From an optimization exercise on the open Yosys and OpenROAD flow, aimed at small area, a short achievable clock period and few clock cycles per item; shortcuts taken in it are not production practice. Where RTL was checked, it was by simulation tests only, not by an equivalence proof against the original. For runs 3 to 5 and 7, only the layout was checked, not whether the RTL still works.

**flow/config.mk**
```make
export PLATFORM = sky130hd
export DESIGN_NAME = cell_check
export DESIGN_NICKNAME = cell_check
export VERILOG_FILES = /design/flow/design.v
export SDC_FILE = /design/flow/constraint.sdc
export NUM_CORES = 4
export LEC_CHECK = 0
export CAP_MARGIN = 20
export CORE_MARGIN = 2
export CORE_UTILIZATION = 40
export SETUP_SLACK_MARGIN = 5
export SLEW_MARGIN = 20
```
**flow/constraint.sdc**
```tcl
create_clock -name core_clock -period 8.0 [get_ports {clk}]
set_input_delay 1.6000 -clock core_clock [delete_from_list [all_inputs] [get_ports {clk}]]
set_output_delay 1.6000 -clock core_clock [all_outputs]
set_load 0.01 [all_outputs]
```
**flow/design.v**
```verilog
module cell_check (
    input  wire        clk,
    input  wire        rst,
    input  wire        in_valid,
    output wire        in_ready,
    input  wire [31:0] in_data,      
    input  wire [3:0]  in_stream,    
    output reg         res_valid,    
    output reg  [1:0]  res_kind,     
    output reg  [3:0]  res_stream,
    output reg  [15:0] res_lost      
);
    localparam [31:0] POLY_R = 32'hEDB8_8320;    
    localparam [31:0] HC     = 32'h76AD_8866;
    localparam [1023:0] FM = {32'h826880EF, 32'hC35CC098, 32'hE3C6E0A3, 32'h71E37051, 32'hBA9938C7, 32'hDF241C8C, 32'h6F920E46, 32'hB5A187CC, 32'hD8B84309, 32'h6C5C2184, 32'hB446902D, 32'hD84BC8F9, 32'hEE4D6493, 32'h7726B249, 32'h3B935924, 32'h1DC9AC92, 32'h8C8C56A6, 32'h46462B53, 32'h232315A9, 32'h11918AD4, 32'h08C8C56A, 32'h046462B5, 32'h805AB1B5, 32'hC245D835, 32'h6122EC1A, 32'h3091760D, 32'h9A203BE9, 32'h4D101DF4, 32'h26880EFA, 32'h1344077D, 32'h09A203BE, 32'h04D101DF};
    function [31:0] crc_shift32;
        input [31:0] x;
        integer j;
        begin
            for (j = 0; j < 32; j = j + 1)
                crc_shift32[j] = ^(x & FM[32*j +: 32]);
        end
    endfunction
    function [31:0] bswap;
        input [31:0] w;
        bswap = {w[7:0], w[15:8], w[23:16], w[31:24]};
    endfunction
    localparam [1:0] S_W0  = 2'd0,   
                     S_W1  = 2'd1,   
                     S_PRE = 2'd2,   
                     S_DAT = 2'd3;   
    reg  [1:0]  st;
    reg         rdy;
    reg  [6:0]  wcnt;        
    reg  [31:0] cx;          
    reg         dec;         
    reg  [31:0] acc;         
    wire        take = in_valid & rdy;
    wire        last = (wcnt == 7'd66);
    wire        idle = res_kind[0];
    wire [15:0] seq  = res_lost;
    wire [3:0]  cs   = res_stream;
    assign in_ready = rdy;
    always @(posedge clk) begin
        if (st == S_W1)
            cx <= ~bswap({5'd0, acc[27:17], acc[7:0], in_data[31:24]});
        else if (st == S_PRE)
            cx <= crc_shift32(cx) ^ bswap(acc);
        else if (st == S_DAT && take)
            cx <= crc_shift32(cx) ^ (last ? ~in_data : bswap(in_data));
        if (st == S_PRE)
            wcnt <= 7'd0;
        else if (take)
            wcnt <= wcnt + 7'd1;
        dec <= 1'b0;
        if (rst) begin
            st  <= S_W0;
            rdy <= 1'b0;
        end else begin
            case (st)
            S_W0:
                if (take) begin
                    st  <= S_W1;
                    rdy <= 1'b0;
                end else
                    rdy <= 1'b1;
            S_W1: if (in_valid) st <= S_PRE;
            S_PRE: begin
                st  <= S_DAT;
                rdy <= 1'b1;
            end
            default:
                if (take && last) begin
                    st  <= S_W0;
                    dec <= 1'b1;
                end
            endcase
        end
    end
    reg  [16:0] ring [0:15];
    reg  [3:0]  head;
    reg  [15:0] lseq;        
    reg         lsync;
    reg  [3:0]  lid;
    reg         dirty;       
    wire        hit   = (head == lid);
    wire        fetch = (lid != cs) && !dirty && (head == cs);
    integer k;
    always @(posedge clk) begin
        ring[0] <= hit ? {lsync & ~rst, lseq} : {ring[15][16] & ~rst, ring[15][15:0]};
        for (k = 1; k < 16; k = k + 1)
            ring[k] <= {ring[k-1][16] & ~rst, ring[k-1][15:0]};
        head <= rst ? 4'd0 : head + 4'd1;
    end
    reg  [4:0]  hcnt;
    reg         hbusy, hdone, hdr_ok;
    reg         dq;          
    wire [15:0] delta = idle ? seq : (lsync ? (lseq ^ seq) : 16'd0);
    wire [31:0] macc  = acc[0] ? ((acc >> 1) ^ POLY_R) : (acc >> 1);
    always @(posedge clk) begin
        if (st == S_W0 && take)
            acc <= in_data;
        else if (hbusy)
            acc <= (hcnt == 5'd0) ? 32'd0 : (macc ^ (dq ? HC : 32'd0));
        if (rst || dec) begin
            hbusy  <= 1'b0;
            hdone  <= 1'b0;
        end else if (!hbusy && !hdone && hdr_ok && lid == cs) begin
            hbusy <= 1'b1;
            hcnt  <= 5'd0;
        end else if (hbusy) begin
            dq   <= delta[{~hcnt[3], hcnt[2:0]}];
            hcnt <= hcnt + 5'd1;
            if (hcnt == 5'd16) begin
                hbusy <= 1'b0;
                hdone <= 1'b1;
            end
        end
        if (rst || dec)
            hdr_ok <= 1'b0;
        else if (st == S_PRE)
            hdr_ok <= 1'b1;
    end
    reg         ok_a, ok_b, dec2;
    wire [15:0] expv   = lsync ? lseq : seq;
    wire [15:0] exp1   = expv + 16'd1;
    wire [15:0] seq1   = seq + 16'd1;
    wire [15:0] nseq   = ok_a ? exp1 : seq1;
    wire        kind2  = !idle && !ok_a && ok_b;
    wire        upd    = dec2 && !idle && (ok_a || ok_b);
    always @(posedge clk) begin
        ok_a <= (cx == acc);                   
        ok_b <= (cx == 32'd0);                 
        dec2 <= dec & ~rst;
        if (rst) begin
            lsync <= 1'b0;
            dirty <= 1'b0;
            lid   <= 4'd0;
        end else if (upd) begin
            lseq  <= nseq;
            lsync <= 1'b1;
            dirty <= 1'b1;
        end else if (fetch) begin
            lseq  <= ring[15][15:0];
            lsync <= ring[15][16];
            lid   <= cs;
        end else if (hit)
            dirty <= 1'b0;
        res_valid <= dec2 & ~rst;
        if (st == S_PRE) begin
            res_stream  <= in_stream;
            res_lost    <= {acc[7:0], in_data[31:24]};
            res_kind[0] <= (acc[31:28] == 4'd0);
        end else if (dec2) begin
            res_kind <= idle ? (ok_a ? 2'd1 : 2'd3) : (ok_a ? 2'd0 : (ok_b ? 2'd2 : 2'd3));
            res_lost <= kind2 ? (seq - lseq) : 16'd0;
        end
    end
endmodule
```
**flow/run.sh**
```bash
#!/bin/bash
# synth_recipe.tcl (not shown) runs the flow's synth.tcl, then flattens the netlist and writes it again
# the make line also repeats each setting of config.mk as NAME=value (left out here)
make -C /OpenROAD-flow-scripts/flow DESIGN_CONFIG=/design/flow/config.mk WORK_HOME=/design/flow/orfs CLKGATE_MAP_FILE= SYNTH_SCRIPT=/design/flow/synth_recipe.tcl finish
```
==> qor.yml, run 1 <==
place_ws_ns: 4.39
maxCapViolCount: 0
ys_ff_latch: 408
rsz0062_at_grt: "no"
setup_tns_ns: 0
clock_sink_count: 408
post-route-period-util: 0.373
grt_pass1_wl_mm: 64.4
hold_class: "reg2reg"
first_iter_violations: 745
stdcell_count: 2122
num_rows: 74
synth_xor_area_frac: 0.178
grt_max_degree: 76
cts_tree: "done"
antenna_found_initial: 2
syn_area_um2: 16800
hpwl_mm: 28.9
crit_buf_inv: 1
dpl.cell_count: 2008
seq_area_frac_synth: 0.552
synthSimpleGateAreaFrac: 0.0785
post_synth.cell_area_avg_um2: 11.2
clock.fmax_mhz: 335
worst_clock_skew_ns: 0.0248
cts_buffers: 44
root_buffer: "clkbuf_16"
drv_slew: 0
synthCells: 1496
reg2reg_depth: 9
final.min_clock_period_ns: 2.99
via_per_inst: 5.02
ant_nets: 0
die_area_um2: 43600
firstDrtPassIters: 5
grt_pass1_vias: 10600
drive_above_1_share: 0.0894
critical_path_class: "reg2out"
min_path_cells: 0
hold_ws_ns: 0.319
yosysWarningCount: 2
hold_violations: 0
worstHoldEndpoint: "ring[1][13]$_DFF_P_"
start_kind: "register"
r2r_setup_slack_ns: 5.09
clk_latency_ns: 0.58
cp.required_ns: 6.40
place.gp.congestion: 0.935
max-slew-margin-rel: 0.302
status: "timing/DRC/antenna clean"
cpMaxStageDelayCell: "edfxtp_1"
layout_setup_ws_ns: 5.01
worstPathMaxFanout: 2
crit_family: "flip-flops"
synth_top_flop_cell: "dfxtp_1"
wl_per_cell_um: 19.9
crit_chain: "dlygate4sd2_1"
setup_viol: 0
io_pins: 63
async_flop_share: 0
vias: 10700
yosysUniqueCellTypes: 61
clk_pin_slew_ns: 0.07
r2r-start: "cx[29]$_DFFE_PP_"
final_nets: 1635
end_kind: "primary output"
die_h_um: 209
wl_mm: 42.3
port_buffers: 62
cts_buffer_depth: 3
cts_max_level: 2
die_w_um: 209
worstHoldStart: "ring[0][13]$_DFF_P_"
syn_nets: 1578
timing.rr.end: "cx[28]$_DFFE_PP_"
start_util: 0.408
synth_edf_count: 108
synth.area.mux_share: 0.0334
route.detailed.drc: 0
worstMarginPinSlew_ns: 1.03
synth-adder-area-share: 0.0325
cp.arrival_ns: 1.39
max_stage_delay_ns: 0.48
core_area_um2: 41100
grt_usage: 0.196
area.growth.synth_to_final_pct: 16.1
grt_overflow_total: 0
synth_top_family_by_area: "XOR/XNOR gates"
synth-compound-area-share: 0.0861
cells in the final DEF, fill, tap and decap left out, types with 46 or more instances in the layout:
cell       synthesis  final
dfxtp_1          300    297
clkbuf_16          0     46
inv_1             63     63
nor2_1            78     77
xor2_1            79     79
xnor2_1          262    261
a21oi_1           52     51
o21ai_0           63     63
mux2i_1           47     47
edfxtp_1         108    108
nand2_1           85     85
layer usage:
| layer | GRT usage | vias to the layer above | share of wire |
|---|---|---|---|
| li1 | - | 5134 | - |
| met1 | 0.264 | 5109 | 0.46 |
| met2 | 0.311 | 331 | 0.45 |
| met3 | 0.0358 | 87 | 0.058 |
| met4 | 0.0798 | 0 | 0.034 |
| met5 | 0 | - | 0 |
sequential cells by signal, summed over array words and instances, names as in the netlist, 2 cells and up:
name,flops
res_lost,16
lseq,16
res_kind,2
head,4
ring,272
acc,32
res_stream,4
lid,4
st,2
hcnt,5
cx,32
wcnt,7
layout make-up:
cell class,count,area (µm²)
clock buffers,66,1350
multi-input cells,932,6910
flip-flops and latches,408,9250
inverters,64,240
clock inverters,16,130
repair buffers,103,920
well taps,532,666
diodes,1,2.50
fillers,3840,21600
cell usage after synthesis (4+ instances only):
library cell,count,share of area
nand2b_1,7,0.0026
nor4_1,12,0.0045
ha_1,42,0.031
inv_1,63,0.014
o21ai_0,63,0.019
a211oi_1,27,0.012
o211ai_1,4,0.0018
buf_2,31,0.0093
dfxtp_1,300,0.36
a21oi_1,52,0.016
a21o_1,6,0.0027
and3_1,7,0.0026
o21a_1,7,0.0031
nand3_1,16,0.0048
clkbuf_1,53,0.012
nor3_1,9,0.0027
a22o_1,33,0.017
buf_1,4,0.00090
xnor2_1,262,0.14
nand2_1,85,0.019
xor2_1,79,0.041
o31ai_1,6,0.0027
mux2i_1,47,0.028
nand4_1,15,0.0056
nor2b_1,23,0.0086
nor2_1,78,0.017
mux2_2,4,0.0027
o21ai_1,7,0.0021
edfxtp_1,108,0.19
worst max path at each step:
stage,startpoint,endpoint,slack [ns],depth (start not counted)
2_1_floorplan,in_valid,acc[0]$_DFFE_PP_,5.03,4
3_3_place_gp,in_valid,acc[13]$_DFFE_PP_,4.41,4
3_5_place_dp,in_valid,acc[8]$_DFFE_PP_,4.39,4
4_1_cts,res_kind[0]$_DFFE_PP_,res_kind[0],4.87,1
5_1_grt,res_lost[6]$_DFFE_PP_,res_lost[6],5.00,1
6_report,res_lost[7]$_DFFE_PP_,res_lost[7],5.01,1
timing repair:
action / in CTS / in global routing
buffers inserted: 21 / 9
endpoints found under the setup margin: 57 / 76
pin swaps: 1 / 0
resized for setup: 27 / 6
hold buffers: 0 / 0
gates cloned: 1 / 0
endpoints found under the hold margin: 0 / 0
stage by stage:
stage | utilization | area (µm²)
floorplan | - | 16800
global placement | 0.432 | 17700
detailed placement | 0.432 | 17700
CTS | 0.471 | 19400
global route | 0.473 | 19500
finish | 0.474 | 19500
cells by family (layout without fill, tap and decap cells):
group / Yosys count / in the layout
AO/OA/AOI/OAI: 222 / 222
XOR/XNOR: 341 / 341
adder cells (fa/ha/maj): 43 / 43
buffers and inverters: 157 / 249
flip-flops: 408 / 408
multiplexers: 53 / 53
other: 0 / 1
AND/OR/NAND/NOR: 272 / 273
Testbench counts, summed over its fixed seeds: cycles 89,624, cells 1,280.
==> inputs of run 2 (changes only) <==
--- a/flow/config.mk
+++ b/flow/config.mk
@@ -8,5 +8,8 @@
 export CAP_MARGIN = 20
 export CORE_MARGIN = 2
 export CORE_UTILIZATION = 40
+export CTS_BUF_LIST = sky130_fd_sc_hd__clkbuf_16
+export CTS_CLUSTER_DIAMETER = 60
+export CTS_CLUSTER_SIZE = 30
 export SETUP_SLACK_MARGIN = 5
 export SLEW_MARGIN = 20
==> run 2 against run 1 <==
Net effect: flip-flop and latch count unchanged; synthesized area unchanged; wire length down 1.4%; cell count down 1.5%; fmax up 0.79%; worst hold slack worse by 0.022 ns; critical path type unchanged; critical endpoint is now res_lost[10]; largest cell class unchanged.
==> qor.yml, run 2 <==
status: "timing/DRC/antenna clean"  # unchanged
min_path_cells: 0  # unchanged
area.growth.synth_to_final_pct: 14.2  # was 16.1%
synth.most_common_cell: "dfxtp_1"  # unchanged
cts_buffer_depth: 3  # unchanged
yosysWarningCount: 2  # unchanged
crit_family: "flip-flops"  # unchanged
synth_edf_count: 108  # unchanged
root_buffer: "clkbuf_16"  # unchanged
regMostFlops: "ring"  # unchanged
die_area_um2: 43600  # unchanged
post_synth.cell_area_avg_um2: 11.2  # unchanged
drive_above_1_share: 0.0770  # was 0.0894
fill_cells: 3858  # was 3840
cts_buffers: 34  # was 44
finalInstanceArea_um2: 19100  # was 19500 µm²
vias: 10500  # was 10700
cts_max_level: 2  # unchanged
reg_top3: "ring: 272 flops, acc: 32 flops, cx: 32 flops"  # unchanged
rsz0062_at_grt: "no"  # unchanged
grt_usage: 0.193  # was 0.196
synth_top_flop_cell: "dfxtp_1"  # unchanged
layout_setup_ws_ns: 5.04  # was 5.01 ns
synthCells: 1496  # unchanged
reg2reg_depth: 9  # unchanged
hold_violations: 0  # unchanged
clk_pin_slew_ns: 0.10  # was 0.07 ns
drv_slew: 0  # unchanged
cp.required_ns: 6.40  # about the same
setup_tns_ns: 0  # unchanged
cp.arrival_ns: 1.36  # was 1.39 ns
via_per_inst: 5.04  # was 5.02
layout_commonest_cell: "dfxtp_1"  # unchanged
place.gp.congestion: 0.935  # unchanged
yosysUniqueCellTypes: 61  # unchanged
crit_buf_inv: 1  # unchanged
synth_area_leaders: "dfxtp_1 (36%), edfxtp_1 (19%), xnor2_1 (14%)"  # unchanged
grt_overflow_total: 0  # unchanged
die_w_um: 209  # unchanged
grt_pass1_wl_mm: 63.8  # was 64.4 mm
syn_area_um2: 16800  # unchanged
setup_viol: 0  # unchanged
multi_input_area_um2: 6910  # unchanged
hold_class: "reg2reg"  # unchanged
wl_mm: 41.7  # was 42.3 mm
worstMarginPinSlew_ns: 1.05  # was 1.03 ns
cp.depth: 1  # unchanged
place_ws_ns: 4.39  # unchanged
end_kind: "primary output"  # unchanged
synth_top_area_share: 0.358  # unchanged
placed_area_um2: 17700  # unchanged
start_kind: "register"  # unchanged
max_stage_delay_ns: 0.49  # was 0.48 ns
antenna_found_initial: 2  # unchanged
firstDrtPassIters: 7  # was 5
maxCapViolCount: 0  # unchanged
final_cell_mix: "dfxtp_1 (297), xnor2_1 (261), edfxtp_1 (108)"  # unchanged
cpMaxStageDelayCell: "edfxtp_1"  # unchanged
final_nets: 1616  # was 1635
utilization: 0.466  # was 0.474
clock.fmax_mhz: 337  # was 335 MHz
synth.top_cells.by_count: "dfxtp_1 (300), xnor2_1 (262), edfxtp_1 (108)"  # unchanged
syn_nets: 1578  # unchanged
start_util: 0.408  # unchanged
grt_pass1_vias: 10500  # was 10600
worstPathMaxFanout: 5  # was 2
first_iter_violations: 755  # was 745
dpl.cell_count: 2008  # unchanged
wl_per_cell_um: 19.9  # about the same
clk_latency_ns: 0.56  # was 0.58 ns
max-slew-margin-rel: 0.301  # was 0.302
ant_nets: 0  # unchanged
largest_register_ffs: 272  # unchanged
stdcell_count: 2091  # was 2122
post-route-period-util: 0.371  # was 0.373
die_h_um: 209  # unchanged
crit_chain: "dlygate4sd2_1"  # unchanged
critical_path_class: "reg2out"  # unchanged
num_rows: 74  # unchanged
core_area_um2: 41100  # unchanged
async_flop_share: 0  # unchanged
final.min_clock_period_ns: 2.96  # was 2.99 ns
seq_area_frac_synth: 0.552  # unchanged
synth.largest_area_cell: "dfxtp_1"  # unchanged
grt_max_degree: 76  # unchanged
port_buffers: 62  # unchanged
route.detailed.drc: 0  # unchanged
io_pins: 63  # unchanged
hold_ws_ns: 0.297  # was 0.319 ns
worst_clock_skew_ns: 0.0398  # was 0.0248 ns
cts_tree: "done"  # unchanged
clock_sink_count: 408  # unchanged
ys_ff_latch: 408  # unchanged
regArea_um2: 9250  # unchanged
hpwl_mm: 28.9  # unchanged
## run 2: cell count changes in the layout (fill, tap and decap cells not counted), moves of 5 or more
cell / delta
buf_4: -8
clkbuf_1: -8
clkbuf_16: -9
clkbuf_8: -12
clkinv_2: -7
inv_6: +5
## run 2: kinds of logic (layout without fill, tap and decap cells)
logic type / after synthesis / in the layout / share of synthesized area
DFF: 408 / 408 / 0.552
xor gates and xnor gates: 341 / 341 / 0.178
and+or+nand+nor: 272 / 273 / 0.0785
AOI/OAI and AO/OA: 222 / 222 / 0.0861
buffers and inverters: 157 / 218 / 0.0396
muxes: 53 / 53 / 0.0334
adders and majority gates: 43 / 43 / 0.0325
other: 0 / 1 / 0
## run 2: area by class of cell
cell class / count / area share
Clock inverter: 23 / 0.0162
Tap cell: 532 / 0.0348
Antenna cell: 1 / 0.000131
Clock buffer: 37 / 0.0484
Inverter: 64 / 0.0125
Timing Repair Buffer: 94 / 0.0436
Multi-Input combinational cell: 932 / 0.361
Sequential cell: 408 / 0.483
## run 2: worst paths after layout
check	start	endpoint	slack, ns
worst max-delay path	res_lost[10]$_DFFE_PP_	res_lost[10]	5.04
worst min register to register	ring[8][1]$_DFF_P_	ring[9][1]$_DFF_P_	0.30
worst max register to register	cx[29]$_DFFE_PP_	cx[28]$_DFFE_PP_	5.10
worst min-delay path	ring[8][1]$_DFF_P_	ring[9][1]$_DFF_P_	0.30
## run 2: what timing repair did
item	4_1_cts	5_1_grt
hold buffers	0	0
endpoints found under the setup margin	57	68
setup buffers	20	1
gates cloned	1	0
gates resized for setup	30	5
pin swaps	1	0
## run 2: layer usage
metal	part of all wire	routed length (µm)	GRT usage	vias up
met2	0.45	18900	0.308	306
met4	0.030	1230	0.0665	0
met5	0	0	0	-
met1	0.46	19100	0.267	5050
li1	-	-	-	5096
met3	0.059	2450	0.0308	77
==> inputs of run 3 (changes only) <==
--- a/flow/design.v
+++ b/flow/design.v
@@ -123,9 +123,7 @@
     end
     reg         ok_a, ok_b, dec2;
     wire [15:0] expv   = lsync ? lseq : seq;
-    wire [15:0] exp1   = expv + 16'd1;
-    wire [15:0] seq1   = seq + 16'd1;
-    wire [15:0] nseq   = ok_a ? exp1 : seq1;
+    wire [15:0] nseq   = (ok_a ? expv : seq) + 16'd1;
     wire        kind2  = !idle && !ok_a && ok_b;
     wire        upd    = dec2 && !idle && (ok_a || ok_b);
     always @(posedge clk) begin
--- a/flow/config.mk
+++ b/flow/config.mk
@@ -8,8 +8,8 @@
 export CAP_MARGIN = 20
 export CORE_MARGIN = 2
 export CORE_UTILIZATION = 40
-export CTS_BUF_LIST = sky130_fd_sc_hd__clkbuf_16
-export CTS_CLUSTER_DIAMETER = 60
-export CTS_CLUSTER_SIZE = 30
+export CTS_BUF_LIST = sky130_fd_sc_hd__clkbuf_8
+export CTS_CLUSTER_DIAMETER = 50
+export CTS_CLUSTER_SIZE = 20
 export SETUP_SLACK_MARGIN = 5
 export SLEW_MARGIN = 20
==> run 3 against run 2 <==
Net effect: utilization down 1.3 points; flip-flop and latch count unchanged; synthesized area up 0.71%; global-route usage down 0.48 points; worst setup slack better by 0.014 ns.
==> qor.yml, run 3 <==
via_per_inst: 5.09  # was 5.04
drv_slew: 0  # unchanged
grt_max_degree: 76  # unchanged
num_rows: 75  # was 74
hpwl_mm: 29.1  # was 28.9 mm
clk_latency_ns: 0.58  # was 0.56 ns
port_buffers: 62  # unchanged
grt_overflow_total: 0  # unchanged
ys_ff_latch: 408  # unchanged
rsz0062_at_grt: "yes"  # was no
layout_commonest_cell: "dfxtp_1"  # unchanged
setup_tns_ns: 0  # unchanged
final_cell_mix: "dfxtp_1 (298), xnor2_1 (231), edfxtp_1 (108)"  # was dfxtp_1 (297), xnor2_1 (261), edfxtp_1 (108)
max-slew-margin-rel: 0.248  # was 0.301
synth.largest_area_cell: "dfxtp_1"  # unchanged
vias: 10800  # was 10500
yosysWarningCount: 2  # unchanged
route.detailed.drc: 0  # unchanged
start_util: 0.404  # was 0.408
async_flop_share: 0  # unchanged
cts_buffer_depth: 3  # unchanged
antenna_found_initial: 0  # was 2
ctsHoldBuffers: 0  # unchanged
cp.arrival_ns: 1.35  # was 1.36 ns
timing.rr.end: "cx[5]$_SDFFCE_PP1P_"  # was cx[28]$_DFFE_PP_
regArea_um2: 9250  # about the same
min_path_cells: 0  # unchanged
reg2reg_depth: 8  # was 9
worstHoldStart: "ring[0][10]$_DFF_P_"  # was ring[8][1]$_DFF_P_
wl_per_cell_um: 19.4  # was 19.9 µm
cts_max_level: 2  # unchanged
io_pins: 63  # unchanged
syn_nets: 1593  # was 1578
critical_path_class: "reg2out"  # unchanged
worstPathMaxFanout: 2  # was 5
area.growth.synth_to_final_pct: 11.9  # was 14.2%
regMostFlops: "ring"  # unchanged
synth_top_flop_cell: "dfxtp_1"  # unchanged
diodes: 0  # was 1
worstMarginPinSlew_ns: 1.11  # was 1.05 ns
core_area_um2: 41800  # was 41100 µm²
drive_above_1_share: 0.0821  # was 0.0770
maxCapViolCount: 0  # unchanged
setup_viol: 0  # unchanged
status: "timing/DRC/antenna clean"  # unchanged
die_h_um: 209  # about the same
largest_register_ffs: 272  # unchanged
seq_area_frac_synth: 0.548  # was 0.552
post_synth.cell_area_avg_um2: 11.2  # about the same
synth.most_common_cell: "dfxtp_1"  # unchanged
die_w_um: 209  # about the same
post-route-period-util: 0.369  # was 0.371
crit_chain: "dlygate4sd2_1"  # unchanged
die_area_um2: 43900  # was 43600 µm²
synth_area_leaders: "dfxtp_1 (36%), edfxtp_1 (19%), xnor2_1 (12%)"  # was dfxtp_1 (36%), edfxtp_1 (19%), xnor2_1 (14%)
clock.fmax_mhz: 339  # was 337 MHz
ant_nets: 0  # unchanged
worst_clock_skew_ns: 0.0323  # was 0.0398 ns
crit_family: "flip-flops"  # unchanged
crit_buf_inv: 1  # unchanged
synth.top_cells.by_count: "dfxtp_1 (300), xnor2_1 (234), edfxtp_1 (108)"  # was dfxtp_1 (300), xnor2_1 (262), edfxtp_1 (108)
cp.required_ns: 6.40  # about the same
hold_class: "reg2reg"  # unchanged
yosysUniqueCellTypes: 66  # was 61
multi_input_area_um2: 7100  # was 6910 µm²
syn_area_um2: 16900  # was 16800 µm²
cts_tree: "done"  # unchanged
firstDrtPassIters: 5  # was 7
fill_cells: 3850  # was 3858
final_nets: 1646  # was 1616
synth_top_area_share: 0.356  # was 0.358
reg_top3: "ring: 272 flops, acc: 32 flops, cx: 32 flops"  # unchanged
wl_mm: 41.2  # was 41.7 mm
r2r_setup_slack_ns: 5.08  # was 5.10 ns
grt_pass1_vias: 10500  # about the same
first_iter_violations: 879  # was 755
start_kind: "register"  # unchanged
hold_violations: 0  # unchanged
grt_pass1_wl_mm: 62.9  # was 63.8 mm
synthCells: 1511  # was 1496
end_kind: "primary output"  # unchanged
clk_pin_slew_ns: 0.12  # was 0.10 ns
worstHoldEndpoint: "ring[1][10]$_DFF_P_"  # was ring[9][1]$_DFF_P_
place.gp.congestion: 0.917  # was 0.935
final.min_clock_period_ns: 2.95  # was 2.96 ns
root_buffer: "clkbuf_8"  # was clkbuf_16
synth_edf_count: 108  # unchanged
clock_sink_count: 408  # unchanged
cts_buffers: 34  # unchanged
grt_usage: 0.188  # was 0.193
r2r-start: "cx[6]$_SDFFCE_PP1P_"  # was cx[29]$_DFFE_PP_
max_stage_delay_ns: 0.47  # was 0.49 ns
cpMaxStageDelayCell: "edfxtp_1"  # unchanged
-- run 3: changes by cell type in the layout (fill, tap and decap cells not counted), sizes merged, moves of 9 or more --
cell / before / now
a211oi: 27 / 3
xor2: 79 / 99
buf: 33 / 44
clkdlybuf4s15: 0 / 9
nor2: 78 / 47
o21ai: 70 / 86
xnor2: 262 / 235
nor3: 11 / 35
nand2: 86 / 98
-- run 3: worst max-delay path by stage --
stage | from | endpoint | slack [ns] | cells after the start
6_report | res_lost[12]$_DFFE_PP_ | res_lost[12] | 5.05 | 1
5_1_grt | cx[6]$_SDFFCE_PP1P_ | cx[5]$_SDFFCE_PP1P_ | 4.97 | 8
3_5_place_dp | in_valid | acc[16]$_DFFE_PP_ | 4.45 | 5
4_1_cts | res_lost[7]$_DFFE_PP_ | res_lost[7] | 4.99 | 1
2_1_floorplan | in_valid | acc[0]$_DFFE_PP_ | 5.03 | 4
3_3_place_gp | in_valid | acc[17]$_DFFE_PP_ | 4.10 | 5
-- run 3: cell families (layout without fill, tap and decap cells) --
family / count (synthesis) / count (layout) / share of synthesized area
AO/OA/AOI/OAI: 226 / 226 / 0.0861
XOR/XNOR: 335 / 335 / 0.176
adder cells (fa/ha/maj): 43 / 43 / 0.0323
buffers and inverters: 152 / 223 / 0.0379
flip-flops: 408 / 408 / 0.548
multiplexers: 55 / 55 / 0.0353
AND/OR/NAND/NOR: 292 / 294 / 0.0846
-- run 3: repair_timing --
item                       in CTS  in global routing
gates resized for setup        32                  9
setup endpoints to repair      28                 95
cloned                          0                  2
pin swaps                       0                  2
buffers inserted               21                 13
-- run 3: metrics by stage --
step	std cells	instance area [µm²]	setup slack, ns	hold WS, ns	util
global route	2123	18900	4.97	0.314	0.453
finish	2123	18900	5.05	0.325	0.453
CTS	2108	18700	4.99	0.325	0.449
global placement	2031	17900	4.10	0.310	0.428
floorplan	1511	16900	5.03	0.310	-
detailed placement	2031	17900	4.45	0.312	0.428
-- run 3: routing by layer --
metal  share of wire  track usage
met5               0            0
met2            0.44        0.294
met1            0.46        0.262
met4           0.027       0.0653
met3           0.064       0.0349
-- run 3: cell type report --
| cell class | count | area share |
|---|---|---|
| Sequential cell | 408 | 0.490 |
| Timing Repair Buffer | 106 | 0.0493 |
| Tap cell | 539 | 0.0357 |
| Inverter | 61 | 0.0121 |
| Multi-Input combinational cell | 953 | 0.375 |
| Clock inverter | 19 | 0.0109 |
| Clock buffer | 37 | 0.0269 |
-- run 3: worst register-to-register path, cell delays in order, from the launching register on --
cell	delay (ns)
edfxtp_1	0.64
inv_1	0.09
ha_1	0.40
xnor2_1	0.18
xnor2_1	0.51
xnor2_1	0.17
xnor2_1	0.44
xnor2_1	0.18
nand2b_1	0.06
==> inputs of run 4 (changes only) <==
--- a/flow/config.mk
+++ b/flow/config.mk
@@ -8,8 +8,8 @@
 export CAP_MARGIN = 20
 export CORE_MARGIN = 2
 export CORE_UTILIZATION = 40
-export CTS_BUF_LIST = sky130_fd_sc_hd__clkbuf_8
-export CTS_CLUSTER_DIAMETER = 50
-export CTS_CLUSTER_SIZE = 20
+export CTS_BUF_LIST = sky130_fd_sc_hd__clkbuf_4 sky130_fd_sc_hd__clkbuf_8
+export CTS_CLUSTER_DIAMETER = 40
+export CTS_CLUSTER_SIZE = 16
 export SETUP_SLACK_MARGIN = 5
 export SLEW_MARGIN = 20
==> run 4 against run 3 <==
Net effect: largest cell class unchanged; still clean; fmax down 0.46%; worst hold slack got worse by 0.0075 ns; non-clock buffer count stayed put; highest routed layer unchanged; die area unchanged; register-to-register slack improved by 0.03 ns; critical endpoint is now res_lost[8].
==> qor.yml, run 4 <==
route.detailed.drc: 0  # unchanged
io_pins: 63  # unchanged
synth.top_cells.by_count: "dfxtp_1 (300), xnor2_1 (234), edfxtp_1 (108)"  # unchanged
ys_ff_latch: 408  # unchanged
worstHoldStart: "ring[9][14]$_DFF_P_"  # was ring[0][10]$_DFF_P_
cts_buffers: 43  # was 34
drv_slew: 0  # unchanged
num_rows: 75  # unchanged
start_kind: "register"  # unchanged
ant_nets: 0  # unchanged
wl_per_cell_um: 19.4  # about the same
seq_area_frac_synth: 0.548  # unchanged
clock_sink_count: 408  # unchanged
place.gp.congestion: 0.917  # unchanged
synth_top_area_share: 0.356  # unchanged
setup_tns_ns: 0  # unchanged
cts_max_level: 2  # unchanged
hpwl_mm: 29.1  # unchanged
port_buffers: 62  # unchanged
r2r-start: "cx[2]$_DFFE_PP_"  # was cx[6]$_SDFFCE_PP1P_
synth.most_common_cell: "dfxtp_1"  # unchanged
setup_viol: 0  # unchanged
largest_register_ffs: 272  # unchanged
clk_latency_ns: 0.59  # was 0.58 ns
rsz0062_at_grt: "yes"  # unchanged
end_kind: "primary output"  # unchanged
synthCells: 1511  # unchanged
crit_chain: "clkdlybuf4s15_1"  # was dlygate4sd2_1
die_area_um2: 43900  # unchanged
wl_mm: 41.4  # was 41.2 mm
area.growth.synth_to_final_pct: 13.4  # was 11.9%
synth.largest_area_cell: "dfxtp_1"  # unchanged
die_w_um: 209  # unchanged
grt_usage: 0.188  # about the same
max-slew-margin-rel: 0.218  # was 0.248
worstMarginPinSlew_ns: 1.16  # was 1.11 ns
cp.required_ns: 6.40  # about the same
final_nets: 1655  # was 1646
drive_above_1_share: 0.0951  # was 0.0821
synth_top_flop_cell: "dfxtp_1"  # unchanged
core_area_um2: 41800  # unchanged
async_flop_share: 0  # unchanged
syn_area_um2: 16900  # unchanged
root_buffer: "clkbuf_8"  # unchanged
hold_class: "reg2reg"  # unchanged
crit_family: "flip-flops"  # unchanged
final.min_clock_period_ns: 2.96  # was 2.95 ns
regArea_um2: 9250  # about the same
cpMaxStageDelayCell: "edfxtp_1"  # unchanged
clock.fmax_mhz: 337  # was 339 MHz
grt_pass1_vias: 10500  # about the same
grt_pass1_wl_mm: 63.0  # was 62.9 mm
fill_cells: 3833  # was 3850
reg_top3: "ring: 272 flops, acc: 32 flops, cx: 32 flops"  # unchanged
antenna_found_initial: 0  # unchanged
worstPathMaxFanout: 2  # unchanged
cts_buffer_depth: 3  # unchanged
final_cell_mix: "dfxtp_1 (299), xnor2_1 (231), edfxtp_1 (108)"  # was dfxtp_1 (298), xnor2_1 (231), edfxtp_1 (108)
first_iter_violations: 795  # was 879
vias: 10900  # was 10800
max_stage_delay_ns: 0.49  # was 0.47 ns
via_per_inst: 5.11  # was 5.09
yosysWarningCount: 2  # unchanged
grt_overflow_total: 0  # unchanged
syn_nets: 1593  # unchanged
yosysUniqueCellTypes: 66  # unchanged
post-route-period-util: 0.371  # was 0.369
layout_setup_ws_ns: 5.04  # was 5.05 ns
grt_max_degree: 76  # unchanged
crit_buf_inv: 1  # unchanged
layout_commonest_cell: "dfxtp_1"  # unchanged
status: "timing/DRC/antenna clean"  # unchanged
synth_edf_count: 108  # unchanged
cp.arrival_ns: 1.36  # was 1.35 ns
diodes: 0  # unchanged
multi_input_area_um2: 7100  # unchanged
post_synth.cell_area_avg_um2: 11.2  # unchanged
critical_path_class: "reg2out"  # unchanged
cts_tree: "done"  # unchanged
worst_clock_skew_ns: 0.0244  # was 0.0323 ns
regMostFlops: "ring"  # unchanged
firstDrtPassIters: 6  # was 5
clk_pin_slew_ns: 0.09  # was 0.12 ns
hold_violations: 0  # unchanged
die_h_um: 209  # unchanged
critPathLaunch: "res_lost[8]$_DFFE_PP_"  # was res_lost[12]$_DFFE_PP_
maxCapViolCount: 0  # unchanged
synth_area_leaders: "dfxtp_1 (36%), edfxtp_1 (19%), xnor2_1 (12%)"  # unchanged
start_util: 0.404  # unchanged
place_ws_ns: 4.45  # unchanged
## run 4: cell types whose count changed in the layout (fill, tap and decap cells not counted), sizes merged
cell | before | now
clkdlybuf4s15 | 9 | 8
inv | 72 | 69
bufinv | 2 | 6
clkinv | 5 | 8
clkbuf | 37 | 50
dlygate4sd2 | 15 | 14
## run 4: what timing repair did
action | CTS | global route
setup buffers | 21 | 13
hold endpoints to repair | 0 | 0
gates cloned | 0 | 2
hold buffers | 0 | 0
pin swaps | 0 | 2
gates resized for setup | 33 | 10
setup endpoints to repair | 27 | 94
## run 4: logic make-up after synthesis
family,count (synthesis),share of synthesized area
AOI/OAI and AO/OA,226,0.0861
xor gates and xnor gates,335,0.176
adders and majority gates,43,0.0323
buffers and inverters,152,0.0379
DFF,408,0.548
muxes,55,0.0353
and+or+nand+nor,292,0.0846
## run 4: worst paths after layout
kind	end	depth (start not counted)	slack [ns]
worst max-delay path	res_lost[8]	1	5.04
worst max register to register	cx[31]$_DFFE_PP_	8	5.11
worst min-delay path	ring[10][14]$_DFF_P_	0	0.32
worst min register to register	ring[10][14]$_DFF_P_	0	0.32
## run 4: area by class of cell
cell class	instances	area share
inverter	61	0.0120
sequential	408	0.483
timing repair buffer	106	0.0482
clock inverter	23	0.0171
clock buffer	48	0.0338
tap	539	0.0352
multi-input combinational	953	0.371
## run 4: layer usage
metal | vias up | routed length, µm | GRT usage | share of wire
met4 | 0 | 1280 | 0.0675 | 0.031
met3 | 79 | 2770 | 0.0371 | 0.067
li1 | 5239 | - | - | -
met2 | 374 | 18200 | 0.293 | 0.44
met1 | 5235 | 19200 | 0.261 | 0.46
met5 | - | 0 | 0 | 0
## run 4: stage by stage
| step | std cells | hold WS (ns) | utilization | area [µm²] |
|---|---|---|---|---|
| 2_1_floorplan | 1511 | 0.310 | - | 16900 |
| 4_1_cts | 2123 | 0.318 | 0.455 | 19000 |
| 6_report | 2138 | 0.317 | 0.459 | 19100 |
| 3_5_place_dp | 2031 | 0.312 | 0.428 | 17900 |
| 5_1_grt | 2138 | 0.314 | 0.459 | 19100 |
| 3_3_place_gp | 2031 | 0.310 | 0.428 | 17900 |
==> inputs of run 5 (changes only) <==
==> flow/flow/run.sh (new file) <==
#!/bin/bash
# Standard layout, with the timing repair aimed further below the clock period
# than the 5 ns SETUP_SLACK_MARGIN allows in config.mk. Make's own output goes
# to make.log; each ORFS step writes its log under orfs/logs/.
set -euo pipefail
bash standard.sh SETUP_SLACK_MARGIN=5.5 finish > make.log 2>&1
==> flow/standard.sh (new file) <==
#!/bin/bash
# synth_recipe.tcl (not shown) runs the flow's synth.tcl, then flattens the netlist and writes it again
# the make line also repeats each setting of config.mk as NAME=value (left out here)
make -C /OpenROAD-flow-scripts/flow DESIGN_CONFIG=/design/flow/config.mk WORK_HOME=/design/flow/orfs CLKGATE_MAP_FILE= SYNTH_SCRIPT=/design/flow/synth_recipe.tcl "${@:-finish}"
==> flow/config.mk (replaced) <==
export PLATFORM = sky130hd
export DESIGN_NAME = cell_check
export DESIGN_NICKNAME = cell_check
export VERILOG_FILES = /design/flow/design.v
export SDC_FILE = /design/flow/constraint.sdc
export NUM_CORES = 4
export LEC_CHECK = 0
export CAP_MARGIN = 20
export CORE_MARGIN = 2
export CORE_UTILIZATION = 40
export CTS_BUF_LIST = sky130_fd_sc_hd__clkbuf_8
export CTS_CLUSTER_DIAMETER = 50
export CTS_CLUSTER_SIZE = 20
export SLEW_MARGIN = 20
removed: flow/run.sh
==> run 5 against run 4 <==
Net effect: first-iteration DRC count grew 7.8%; global-route usage grew 1.2 points; design area grew 3.6%; worst setup slack gained 0.061 ns; die area is the same; via count grew 2.7%; count of clock-buffer cells in the layout shrank 12; critical endpoint is now res_lost[3]; highest routed layer unchanged.
==> qor.yml, run 5 <==
hold_class: "reg2reg"  # unchanged
synth.top_cells.by_count: "dfxtp_1 (300), xnor2_1 (234), edfxtp_1 (108)"  # unchanged
antenna_found_initial: 0  # unchanged
die_area_um2: 43900  # unchanged
wl_per_cell_um: 20.1  # was 19.4 µm
worstPathMaxFanout: 5  # was 2
regMostFlops: "ring"  # unchanged
finalInstanceArea_um2: 19800  # was 19100 µm²
largest_register_ffs: 272  # unchanged
place.gp.congestion: 0.894  # was 0.917
grt_usage: 0.200  # was 0.188
cp.required_ns: 6.40  # about the same
cts_max_level: 2  # unchanged
cts_buffers: 34  # was 43
cp.arrival_ns: 1.30  # was 1.36 ns
syn_nets: 1593  # unchanged
clk_latency_ns: 0.59  # about the same
worst_clock_skew_ns: 0.0294  # was 0.0244 ns
synth.most_common_cell: "dfxtp_1"  # unchanged
layout_commonest_cell: "dfxtp_1"  # unchanged
yosysUniqueCellTypes: 66  # unchanged
stdcell_count: 2185  # was 2138
crit_buf_inv: 1  # unchanged
synth_edf_count: 108  # unchanged
ant_nets: 0  # unchanged
first_iter_violations: 857  # was 795
final_nets: 1706  # was 1655
port_buffers: 62  # unchanged
clock_sink_count: 408  # unchanged
grt_overflow_total: 0  # unchanged
die_w_um: 209  # unchanged
area.growth.synth_to_final_pct: 17.5  # was 13.4%
final.min_clock_period_ns: 2.90  # was 2.96 ns
clock.fmax_mhz: 344  # was 337 MHz
setup_tns_ns: 0  # unchanged
maxCapViolCount: 0  # unchanged
start_util: 0.404  # unchanged
hold_violations: 0  # unchanged
cpMaxStageDelayCell: "edfxtp_1"  # unchanged
seq_area_frac_synth: 0.548  # unchanged
synth_top_area_share: 0.356  # unchanged
async_flop_share: 0  # unchanged
route.detailed.drc: 0  # unchanged
crit_chain: "buf_2"  # was clkdlybuf4s15_1
synth_top_flop_cell: "dfxtp_1"  # unchanged
end_kind: "primary output"  # unchanged
layout_setup_ws_ns: 5.10  # was 5.04 ns
grt_pass1_vias: 10900  # was 10500
yosysWarningCount: 2  # unchanged
via_per_inst: 5.13  # was 5.11
fill_cells: 3799  # was 3833
drv_slew: 0  # unchanged
status: "timing/DRC/antenna clean"  # unchanged
vias: 11200  # was 10900
crit_family: "flip-flops"  # unchanged
critical_path_class: "reg2out"  # unchanged
clk_pin_slew_ns: 0.10  # was 0.09 ns
drive_above_1_share: 0.175  # was 0.0951
synthCells: 1511  # unchanged
placed_area_um2: 17900  # about the same
start_kind: "register"  # unchanged
ys_ff_latch: 408  # unchanged
synth.largest_area_cell: "dfxtp_1"  # unchanged
hold_ws_ns: 0.321  # was 0.317 ns
grt_max_degree: 50  # was 76
root_buffer: "clkbuf_8"  # unchanged
place_ws_ns: 4.54  # was 4.45 ns
worstMarginPinSlew_ns: 0.894  # was 1.16 ns
final_cell_mix: "dfxtp_1 (297), xnor2_1 (211), edfxtp_1 (108)"  # was dfxtp_1 (299), xnor2_1 (231), edfxtp_1 (108)
synth_area_leaders: "dfxtp_1 (36%), edfxtp_1 (19%), xnor2_1 (12%)"  # unchanged
die_h_um: 209  # unchanged
wl_mm: 44.0  # was 41.4 mm
grt_pass1_wl_mm: 66.7  # was 63.0 mm
diodes: 0  # unchanged
setup_viol: 0  # unchanged
cts_tree: "done"  # unchanged
num_rows: 75  # unchanged
utilization: 0.475  # was 0.459
post_synth.cell_area_avg_um2: 11.2  # unchanged
firstDrtPassIters: 5  # was 6
dpl.cell_count: 2030  # was 2031
io_pins: 63  # unchanged
cts_buffer_depth: 3  # unchanged
hpwl_mm: 29.0  # was 29.1 mm
post-route-period-util: 0.363  # was 0.371
max-slew-margin-rel: 0.398  # was 0.218
syn_area_um2: 16900  # unchanged
ctsHoldBuffers: 0  # unchanged
rsz0062_at_grt: "yes"  # unchanged
max_stage_delay_ns: 0.53  # was 0.49 ns
reg_top3: "ring: 272 flops, acc: 32 flops, cx: 32 flops"  # unchanged
core_area_um2: 41800  # unchanged
==> run 5: cell counts after synthesis <==
No cell type changed its count.
==> run 5: repair_timing <==
action                                  CTS  global route
resized for setup                       161            81
gates cloned                              4             0
buffers inserted                         60            32
pin swaps                                13            25
endpoints found under the setup margin  189            69
==> run 5: routing by layer <==
layer | part of all wire | global-route usage | wire length (µm)
met3 | 0.062 | 0.0401 | 2740
met1 | 0.45 | 0.271 | 19700
met5 | 0 | 0 | 0
met4 | 0.041 | 0.0845 | 1820
met2 | 0.45 | 0.313 | 19700
==> run 5: area by class of cell <==
cell class                      count  area [µm²]  share of cell area
Sequential cell                   408        9250               0.466
Timing Repair Buffer              164        1410              0.0713
Clock buffer                       36         495              0.0250
Tap cell                          539         674              0.0340
Clock inverter                     22         216              0.0109
Multi-Input combinational cell    955        7550               0.381
Inverter                           61         231              0.0117
==> run 5: path summary, 6_finish.rpt <==
check                        start                     end  slack (ns)  cells past startpoint
min            ring[0][10]$_DFF_P_     ring[1][10]$_DFF_P_        0.32                      0
max reg2reg  res_lost[0]$_DFFE_PP_  res_lost[14]$_DFFE_PP_        5.26                     14
min reg2reg    ring[0][10]$_DFF_P_     ring[1][10]$_DFF_P_        0.32                      0
max          res_lost[3]$_DFFE_PP_             res_lost[3]        5.10                      1
==> run 5: cells by family after synthesis <==
group | Yosys count | synth area share
adder cells (fa/ha/maj) | 43 | 0.0323
multiplexers | 55 | 0.0353
buffers and inverters | 152 | 0.0379
AO/OA/AOI/OAI | 226 | 0.0861
AND/OR/NAND/NOR | 292 | 0.0846
flip-flops | 408 | 0.548
XOR/XNOR | 335 | 0.176
==> inputs of run 6 (changes only) <==
--- a/flow/design.v
+++ b/flow/design.v
@@ -123,7 +123,9 @@
     end
     reg         ok_a, ok_b, dec2;
     wire [15:0] expv   = lsync ? lseq : seq;
-    wire [15:0] nseq   = (ok_a ? expv : seq) + 16'd1;
+    wire [15:0] exp1   = expv + 16'd1;
+    wire [15:0] seq1   = seq + 16'd1;
+    wire [15:0] nseq   = ok_a ? exp1 : seq1;
     wire        kind2  = !idle && !ok_a && ok_b;
     wire        upd    = dec2 && !idle && (ok_a || ok_b);
     always @(posedge clk) begin
==> flow/run.sh (new file) <==
#!/bin/bash
# synth_recipe.tcl (not shown) runs the flow's synth.tcl, then flattens the netlist and writes it again
# the make line also repeats each setting of config.mk as NAME=value (left out here)
make -C /OpenROAD-flow-scripts/flow DESIGN_CONFIG=/design/flow/config.mk WORK_HOME=/design/flow/orfs CLKGATE_MAP_FILE= SYNTH_SCRIPT=/design/flow/synth_recipe.tcl finish
--- a/flow/config.mk
+++ b/flow/config.mk
@@ -11,4 +11,5 @@
 export CTS_BUF_LIST = sky130_fd_sc_hd__clkbuf_8
 export CTS_CLUSTER_DIAMETER = 50
 export CTS_CLUSTER_SIZE = 20
+export SETUP_SLACK_MARGIN = 5
 export SLEW_MARGIN = 20
removed: flow/flow/run.sh
removed: flow/standard.sh
==> run 6 against run 5 <==
Net effect: critical path depth unchanged; first-iteration DRC count fell by 11%; wire length is 4.8% lower; sequential share of layout area increased by 2.7 points; count of clock-buffer cells in the layout up 8; utilization shrank 1.9 points; die area decreased by 0.69%; global-route usage decreased by 0.71 points; cell count is 3.6% lower; largest cell class unchanged.
==> qor.yml, run 6 <==
status: "timing/DRC/antenna clean"  # unchanged
hold_violations: 0  # unchanged
post-route-period-util: 0.368  # was 0.363
regMostFlops: "ring"  # unchanged
num_rows: 74  # was 75
crit_buf_inv: 1  # unchanged
max_stage_delay_ns: 0.46  # was 0.53 ns
critical_path_class: "reg2out"  # unchanged
start_util: 0.408  # was 0.404
cp.required_ns: 6.40  # about the same
hpwl_mm: 28.9  # was 29.0 mm
synth_top_flop_cell: "dfxtp_1"  # unchanged
async_flop_share: 0  # unchanged
cts_buffer_depth: 3  # unchanged
clk_pin_slew_ns: 0.11  # was 0.10 ns
drv_slew: 0  # unchanged
cts_tree: "done"  # unchanged
synth_area_leaders: "dfxtp_1 (36%), edfxtp_1 (19%), xnor2_1 (14%)"  # was dfxtp_1 (36%), edfxtp_1 (19%), xnor2_1 (12%)
crit_family: "flip-flops"  # unchanged
fill_cells: 3915  # was 3799
place.gp.congestion: 0.935  # was 0.894
worstMarginPinSlew_ns: 1.05  # was 0.894 ns
root_buffer: "clkbuf_8"  # unchanged
max-slew-margin-rel: 0.301  # was 0.398
via_per_inst: 5.03  # was 5.13
synthCells: 1496  # was 1511
layout_commonest_cell: "dfxtp_1"  # unchanged
yosysWarningCount: 2  # unchanged
clock_sink_count: 408  # unchanged
worstPathMaxFanout: 2  # was 5
setup_viol: 0  # unchanged
placed_area_um2: 17700  # was 17900 µm²
ctsHoldBuffers: 0  # unchanged
cts_buffers: 40  # was 34
cpMaxStageDelayCell: "edfxtp_1"  # unchanged
final_cell_mix: "dfxtp_1 (297), xnor2_1 (260), edfxtp_1 (108)"  # was dfxtp_1 (297), xnor2_1 (211), edfxtp_1 (108)
wl_mm: 41.9  # was 44.0 mm
grt_usage: 0.193  # was 0.200
synth_top_area_share: 0.358  # was 0.356
maxCapViolCount: 0  # unchanged
synth.top_cells.by_count: "dfxtp_1 (300), xnor2_1 (262), edfxtp_1 (108)"  # was dfxtp_1 (300), xnor2_1 (234), edfxtp_1 (108)
grt_overflow_total: 0  # unchanged
setup_tns_ns: 0  # unchanged
syn_area_um2: 16800  # was 16900 µm²
largest_register_ffs: 272  # unchanged
antenna_found_initial: 0  # unchanged
firstDrtPassIters: 5  # unchanged
die_area_um2: 43600  # was 43900 µm²
seq_area_frac_synth: 0.552  # was 0.548
die_w_um: 209  # about the same
clock.fmax_mhz: 340  # was 344 MHz
finalInstanceArea_um2: 18800  # was 19800 µm²
area.growth.synth_to_final_pct: 11.9  # was 17.5%
syn_nets: 1578  # was 1593
wl_per_cell_um: 19.9  # was 20.1 µm
worst_clock_skew_ns: 0.0520  # was 0.0294 ns
post_synth.cell_area_avg_um2: 11.2  # about the same
synth.most_common_cell: "dfxtp_1"  # unchanged
crit_chain: "clkdlybuf4s15_2"  # was buf_2
drive_above_1_share: 0.0896  # was 0.175
grt_pass1_vias: 10500  # was 10900
reg_top3: "ring: 272 flops, acc: 32 flops, cx: 32 flops"  # unchanged
cp.arrival_ns: 1.34  # was 1.30 ns
start_kind: "register"  # unchanged
ys_ff_latch: 408  # unchanged
hold_class: "reg2reg"  # unchanged
io_pins: 63  # unchanged
core_area_um2: 41100  # was 41800 µm²
synth.largest_area_cell: "dfxtp_1"  # unchanged
route.detailed.drc: 0  # unchanged
synth_edf_count: 108  # unchanged
rsz0062_at_grt: "no"  # was yes
yosysUniqueCellTypes: 61  # was 66
final.min_clock_period_ns: 2.94  # was 2.90 ns
clk_latency_ns: 0.63  # was 0.59 ns
final_nets: 1624  # was 1706
first_iter_violations: 767  # was 857
die_h_um: 209  # about the same
grt_pass1_wl_mm: 63.8  # was 66.7 mm
port_buffers: 62  # unchanged
cts_max_level: 2  # unchanged
end_kind: "primary output"  # unchanged
grt_max_degree: 76  # was 50
vias: 10600  # was 11200
ant_nets: 0  # unchanged
[run 6: final cells by class]
| type | count | area [µm²] | area share |
|---|---|---|---|
| Clock buffer | 44 | 606 | 0.0323 |
| Timing Repair Buffer | 96 | 808 | 0.0431 |
| Inverter | 64 | 240 | 0.0128 |
| Clock inverter | 29 | 264 | 0.0141 |
| Multi-Input combinational cell | 932 | 6920 | 0.369 |
| Sequential cell | 408 | 9250 | 0.493 |
| Antenna cell | 1 | 2.50 | 0.000133 |
| Tap cell | 532 | 666 | 0.0355 |
[run 6: what timing repair did]
action                                 in CTS  in global routing
setup buffers                              20                  3
setup endpoints to repair                  25                 55
gates cloned                                0                  1
endpoints found under the hold margin       0                  0
gates resized for setup                    68                 12
[run 6: worst paths after layout]
check | start | end | slack (ns) | cells after the start
setup / recovery | res_lost[9]$_DFFE_PP_ | res_lost[9] | 5.06 | 1
hold / removal | ring[6][1]$_DFF_P_ | ring[7][1]$_DFF_P_ | 0.30 | 0
setup reg to reg | cx[18]$_DFFE_PP_ | cx[22]$_DFFE_PP_ | 5.11 | 8
hold reg to reg | ring[6][1]$_DFF_P_ | ring[7][1]$_DFF_P_ | 0.30 | 0
[run 6: kinds of logic (layout without fill, tap and decap cells)]
group | count (synthesis) | in the layout | share of synthesized area
and+or+nand+nor | 272 | 273 | 0.0785
other | 0 | 1 | 0
buffers and inverters | 157 | 233 | 0.0396
xor gates and xnor gates | 341 | 341 | 0.178
DFF | 408 | 408 | 0.552
adders and majority gates | 43 | 43 | 0.0325
muxes | 53 | 53 | 0.0334
AOI/OAI and AO/OA | 222 | 222 | 0.0861
[run 6: metrics by stage]
stage               utilization  hold WS (ns)  setup WS (ns)  std cells
finish                    0.456         0.298           5.06       2106
global route              0.456         0.283           5.00       2105
CTS                       0.455         0.276           4.98       2101
detailed placement        0.432         0.312           4.39       2008
global placement          0.432         0.312           4.41       2008
floorplan                     -         0.310           5.03       1496
[run 6: layer usage]
metal | track usage | routed length (µm) | vias up
met5 | 0 | 0 | -
met4 | 0.0623 | 1070 | 0
met3 | 0.0362 | 2400 | 73
met2 | 0.309 | 19200 | 283
met1 | 0.264 | 19300 | 5138
li1 | - | - | 5107
Testbench counts of run 6, summed over its fixed seeds: cycles 89,624, cells 1,280.
==> inputs of run 7 (changes only) <==
--- a/flow/design.v
+++ b/flow/design.v
@@ -30,16 +30,17 @@
                      S_PRE = 2'd2,   
                      S_DAT = 2'd3;   
     reg  [1:0]  st;
-    reg         rdy;
+    reg         rdy;         
     reg  [6:0]  wcnt;        
     reg  [31:0] cx;          
     reg         dec;         
     reg  [31:0] acc;         
-    wire        take = in_valid & rdy;
+    wire        take = in_valid & rdy_st;
     wire        last = (wcnt == 7'd66);
-    wire        idle = res_kind[0];
-    wire [15:0] seq  = res_lost;
-    wire [3:0]  cs   = res_stream;
+    reg         idle;
+    reg  [15:0] seq;         
+    reg  [3:0]  cs;          
+    wire        rdy_st = (st == S_W0) || (st == S_DAT);
     assign in_ready = rdy;
     always @(posedge clk) begin
         if (st == S_W1)
@@ -53,22 +54,21 @@
         else if (take)
             wcnt <= wcnt + 7'd1;
         dec <= 1'b0;
-        if (rst) begin
-            st  <= S_W0;
-            rdy <= 1'b0;
-        end else begin
+        rdy <= 1'b1;
+        if (rst)
+            st <= S_W0;
+        else begin
             case (st)
             S_W0:
                 if (take) begin
                     st  <= S_W1;
                     rdy <= 1'b0;
-                end else
-                    rdy <= 1'b1;
-            S_W1: if (in_valid) st <= S_PRE;
-            S_PRE: begin
-                st  <= S_DAT;
-                rdy <= 1'b1;
+                end
+            S_W1: begin
+                rdy <= 1'b0;
+                if (in_valid) st <= S_PRE;
             end
+            S_PRE: st <= S_DAT;
             default:
                 if (take && last) begin
                     st  <= S_W0;
@@ -146,14 +146,14 @@
             lid   <= cs;
         end else if (hit)
             dirty <= 1'b0;
-        res_valid <= dec2 & ~rst;
         if (st == S_PRE) begin
-            res_stream  <= in_stream;
-            res_lost    <= {acc[7:0], in_data[31:24]};
-            res_kind[0] <= (acc[31:28] == 4'd0);
-        end else if (dec2) begin
-            res_kind <= idle ? (ok_a ? 2'd1 : 2'd3) : (ok_a ? 2'd0 : (ok_b ? 2'd2 : 2'd3));
-            res_lost <= kind2 ? (seq - lseq) : 16'd0;
+            cs   <= in_stream;
+            seq  <= {acc[7:0], in_data[31:24]};
+            idle <= (acc[31:28] == 4'd0);
         end
+        res_valid  <= dec2 & ~rst;
+        res_kind   <= idle ? (ok_a ? 2'd1 : 2'd3) : (ok_a ? 2'd0 : (ok_b ? 2'd2 : 2'd3));
+        res_stream <= cs;
+        res_lost   <= kind2 ? (seq - lseq) : 16'd0;
     end
 endmodule
==> run 7 against run 6 <==
Net effect: still clean on timing, DRC and antenna; worst hold slack improved by 0.015 ns; via count down 2.2%; critical path type is now in2reg; critical endpoint is now acc[13]$_DFFE_PP_.
==> qor.yml, run 7 <==
vias: 10400  # was 10600
route.detailed.drc: 0  # unchanged
synth_top_area_share: 0.375  # was 0.358
num_rows: 75  # was 74
end_kind: "register"  # was primary output
worst_clock_skew_ns: 0.0314  # was 0.0520 ns
drv_slew: 0  # unchanged
max_stage_delay_ns: 0.50  # was 0.46 ns
ys_ff_latch: 429  # was 408
maxCapViolCount: 0  # unchanged
clk_pin_slew_ns: 0.11  # about the same
via_per_inst: 4.98  # was 5.03
hold_violations: 0  # unchanged
rsz0062_at_grt: "no"  # unchanged
layout_setup_ws_ns: 5.12  # was 5.06 ns
port_buffers: 62  # unchanged
syn_nets: 1575  # was 1578
layout_commonest_cell: "dfxtp_1"  # unchanged
synth_top_flop_cell: "dfxtp_1"  # unchanged
synth.largest_area_cell: "dfxtp_1"  # unchanged
hold_ws_ns: 0.313  # was 0.298 ns
cts_buffer_depth: 3  # unchanged
place.gp.congestion: 0.925  # was 0.935
syn_area_um2: 17200  # was 16800 µm²
setup_viol: 0  # unchanged
crit_chain: "clkdlybuf4s50_1, and2_1, buf_4, or2_4"  # was clkdlybuf4s15_2
ant_nets: 0  # unchanged
io_pins: 63  # unchanged
first_iter_violations: 856  # was 767
final_cell_mix: "dfxtp_1 (321), xnor2_1 (247), edfxtp_1 (107)"  # was dfxtp_1 (297), xnor2_1 (260), edfxtp_1 (108)
grt_pass1_vias: 10100  # was 10500
ctsHoldBuffers: 0  # unchanged
grt_usage: 0.182  # was 0.193
cts_tree: "done"  # unchanged
die_area_um2: 44600  # was 43600 µm²
setup_tns_ns: 0  # unchanged
post-route-period-util: 0.360  # was 0.368
firstDrtPassIters: 5  # unchanged
root_buffer: "clkbuf_8"  # unchanged
cp.required_ns: 8.22  # was 6.40 ns
final.min_clock_period_ns: 2.88  # was 2.94 ns
synth.top_cells.by_count: "dfxtp_1 (322), xnor2_1 (248), edfxtp_1 (107)"  # was dfxtp_1 (300), xnor2_1 (262), edfxtp_1 (108)
drive_above_1_share: 0.0712  # was 0.0896
start_util: 0.408  # about the same
place_ws_ns: 4.25  # was 4.39 ns
status: "timing/DRC/antenna clean"  # unchanged
grt_pass1_wl_mm: 61.2  # was 63.8 mm
clock_sink_count: 429  # was 408
hpwl_mm: 27.9  # was 28.9 mm
largest_register_ffs: 272  # unchanged
max-slew-margin-rel: 0.336  # was 0.301
wl_mm: 39.4  # was 41.9 mm
cts_max_level: 2  # unchanged
worstMarginPinSlew_ns: 0.995  # was 1.05 ns
yosysWarningCount: 2  # unchanged
final_nets: 1602  # was 1624
start_kind: "primary input"  # was register
synthCells: 1493  # was 1496
synth_edf_count: 107  # was 108
cp.arrival_ns: 3.11  # was 1.34 ns
cpMaxStageDelayCell: "or2_4"  # was edfxtp_1
die_w_um: 211  # was 209 µm
post_synth.cell_area_avg_um2: 11.5  # was 11.2 µm²
clk_latency_ns: 0.60  # was 0.63 ns
grt_max_degree: 95  # was 76
wl_per_cell_um: 18.9  # was 19.9 µm
hold_class: "reg2reg"  # unchanged
die_h_um: 211  # was 209 µm
synth.most_common_cell: "dfxtp_1"  # unchanged
reg_top3: "ring: 272 flops, acc: 32 flops, cx: 32 flops"  # unchanged
regMostFlops: "ring"  # unchanged
clock.fmax_mhz: 347  # was 340 MHz
yosysUniqueCellTypes: 62  # was 61
seq_area_frac_synth: 0.562  # was 0.552
synth_area_leaders: "dfxtp_1 (38%), edfxtp_1 (19%), xnor2_1 (13%)"  # was dfxtp_1 (36%), edfxtp_1 (19%), xnor2_1 (14%)
antenna_found_initial: 1  # was 0
core_area_um2: 42100  # was 41100 µm²
async_flop_share: 0  # unchanged
grt_overflow_total: 0  # unchanged
cts_buffers: 37  # was 40
area.growth.synth_to_final_pct: 10.3  # was 11.9%
critical_path_class: "in2reg"  # was reg2out
worstPathMaxFanout: 35  # was 2
run 7: cells by family after synthesis:
kind of cell,share of synthesized area
flip-flops,0.562
XOR/XNOR,0.182
AND/OR/NAND/NOR,0.0738
AO/OA/AOI/OAI,0.0752
buffers and inverters,0.0406
multiplexers,0.0347
adder cells (fa/ha/maj),0.0318
run 7: routing by layer:
metal / share of wire / GRT usage
met1: 0.47 / 0.257
met2: 0.44 / 0.282
met3: 0.064 / 0.0297
met4: 0.032 / 0.0610
met5: 0 / 0
run 7: timing repair:
item | in CTS | in global routing
resized for setup | 26 | 3
gates cloned | 0 | 0
endpoints found under the setup margin | 75 | 35
buffers inserted | 2 | 4
run 7: cell type report:
| class | count | area [µm²] |
|---|---|---|
| Multi-Input combinational cell | 910 | 6880 |
| Clock buffer | 38 | 523 |
| Inverter | 66 | 248 |
| Tap cell | 539 | 674 |
| Antenna cell | 1 | 2.50 |
| Fill cell | 3937 | 23200 |
| Sequential cell | 429 | 9660 |
| Timing Repair Buffer | 76 | 699 |
| Clock inverter | 25 | 269 |
run 7: worst paths after layout:
kind | start | end | slack (ns) | cells past startpoint
setup / recovery | in_valid | acc[13]$_DFFE_PP_ | 5.12 | 4
hold / removal | ring[6][9]$_DFF_P_ | ring[7][9]$_DFF_P_ | 0.31 | 0
setup reg to reg | cx[4]$_SDFFCE_PP1P_ | cx[8]$_DFFE_PP_ | 5.17 | 8
hold reg to reg | ring[6][9]$_DFF_P_ | ring[7][9]$_DFF_P_ | 0.31 | 0
run 7: worst max-delay path, delay by kind of cell:
kind / cells / cell delay, ns
AND/OR/NAND/NOR: 2 / 0.62
buffers and inverters: 2 / 0.86
run 7: metrics by stage:
stage          std cells  cell area (µm²)   util
3_5_place_dp        2014            18100  0.430
5_1_grt             2084            19000  0.450
2_1_floorplan       1493            17200      -
4_1_cts             2079            18900  0.449
6_report            2084            19000  0.450
3_3_place_gp        2014            18100  0.430

port drivers added, routing unchanged:
The results above use ideal ports. As a check the final layouts listed here were re-extracted and re-timed, cells and wires unchanged.
Step 1 (the two cells are an assumption about what drives the block):
set clk [get_ports {clk}]
set_driving_cell -lib_cell sky130_fd_sc_hd__clkbuf_16 $clk
set_driving_cell -lib_cell sky130_fd_sc_hd__buf_2 [delete_from_list [all_inputs] $clk]
Step 2 times the ports against the registers' clock, not the clock port: input delays grow and output delays shrink by t, the midpoint of the rising clock arrivals with the driver on.
Three values: ideal, step 1, step 2; two values: the first two.
| run | t (ns) | setup WS [ns] | worst slew at a driven data input, ns | cell pins on the clock port's net |
|---|---|---|---|---|
| run 1 | 0.619 | 5.012 / 4.960 / 4.514 | 0.07 | 1 |
| run 2 | 0.587 | 5.036 / 4.984 / 4.501 | 0.07 | 1 |
| run 3 | 0.611 | 5.049 / 5.001 / 4.490 | 0.04 | 1 |
| run 4 | 0.621 | 5.036 / 4.988 / 4.503 | 0.04 | 1 |
| run 5 | 0.621 | 5.097 / 5.049 / 4.948 | 0.05 | 1 |
| run 6 | 0.664 | 5.056 / 5.005 / 4.440 | 0.06 | 1 |
| run 7 | 0.625 | 5.117 / 5.137 / 4.513 | 0.07 | 1 |
After both steps setup and hold are still met in every run listed. The setup slack of run 6, which loses most, moves by -0.051 ns with the drivers and by -0.616 ns with both steps.
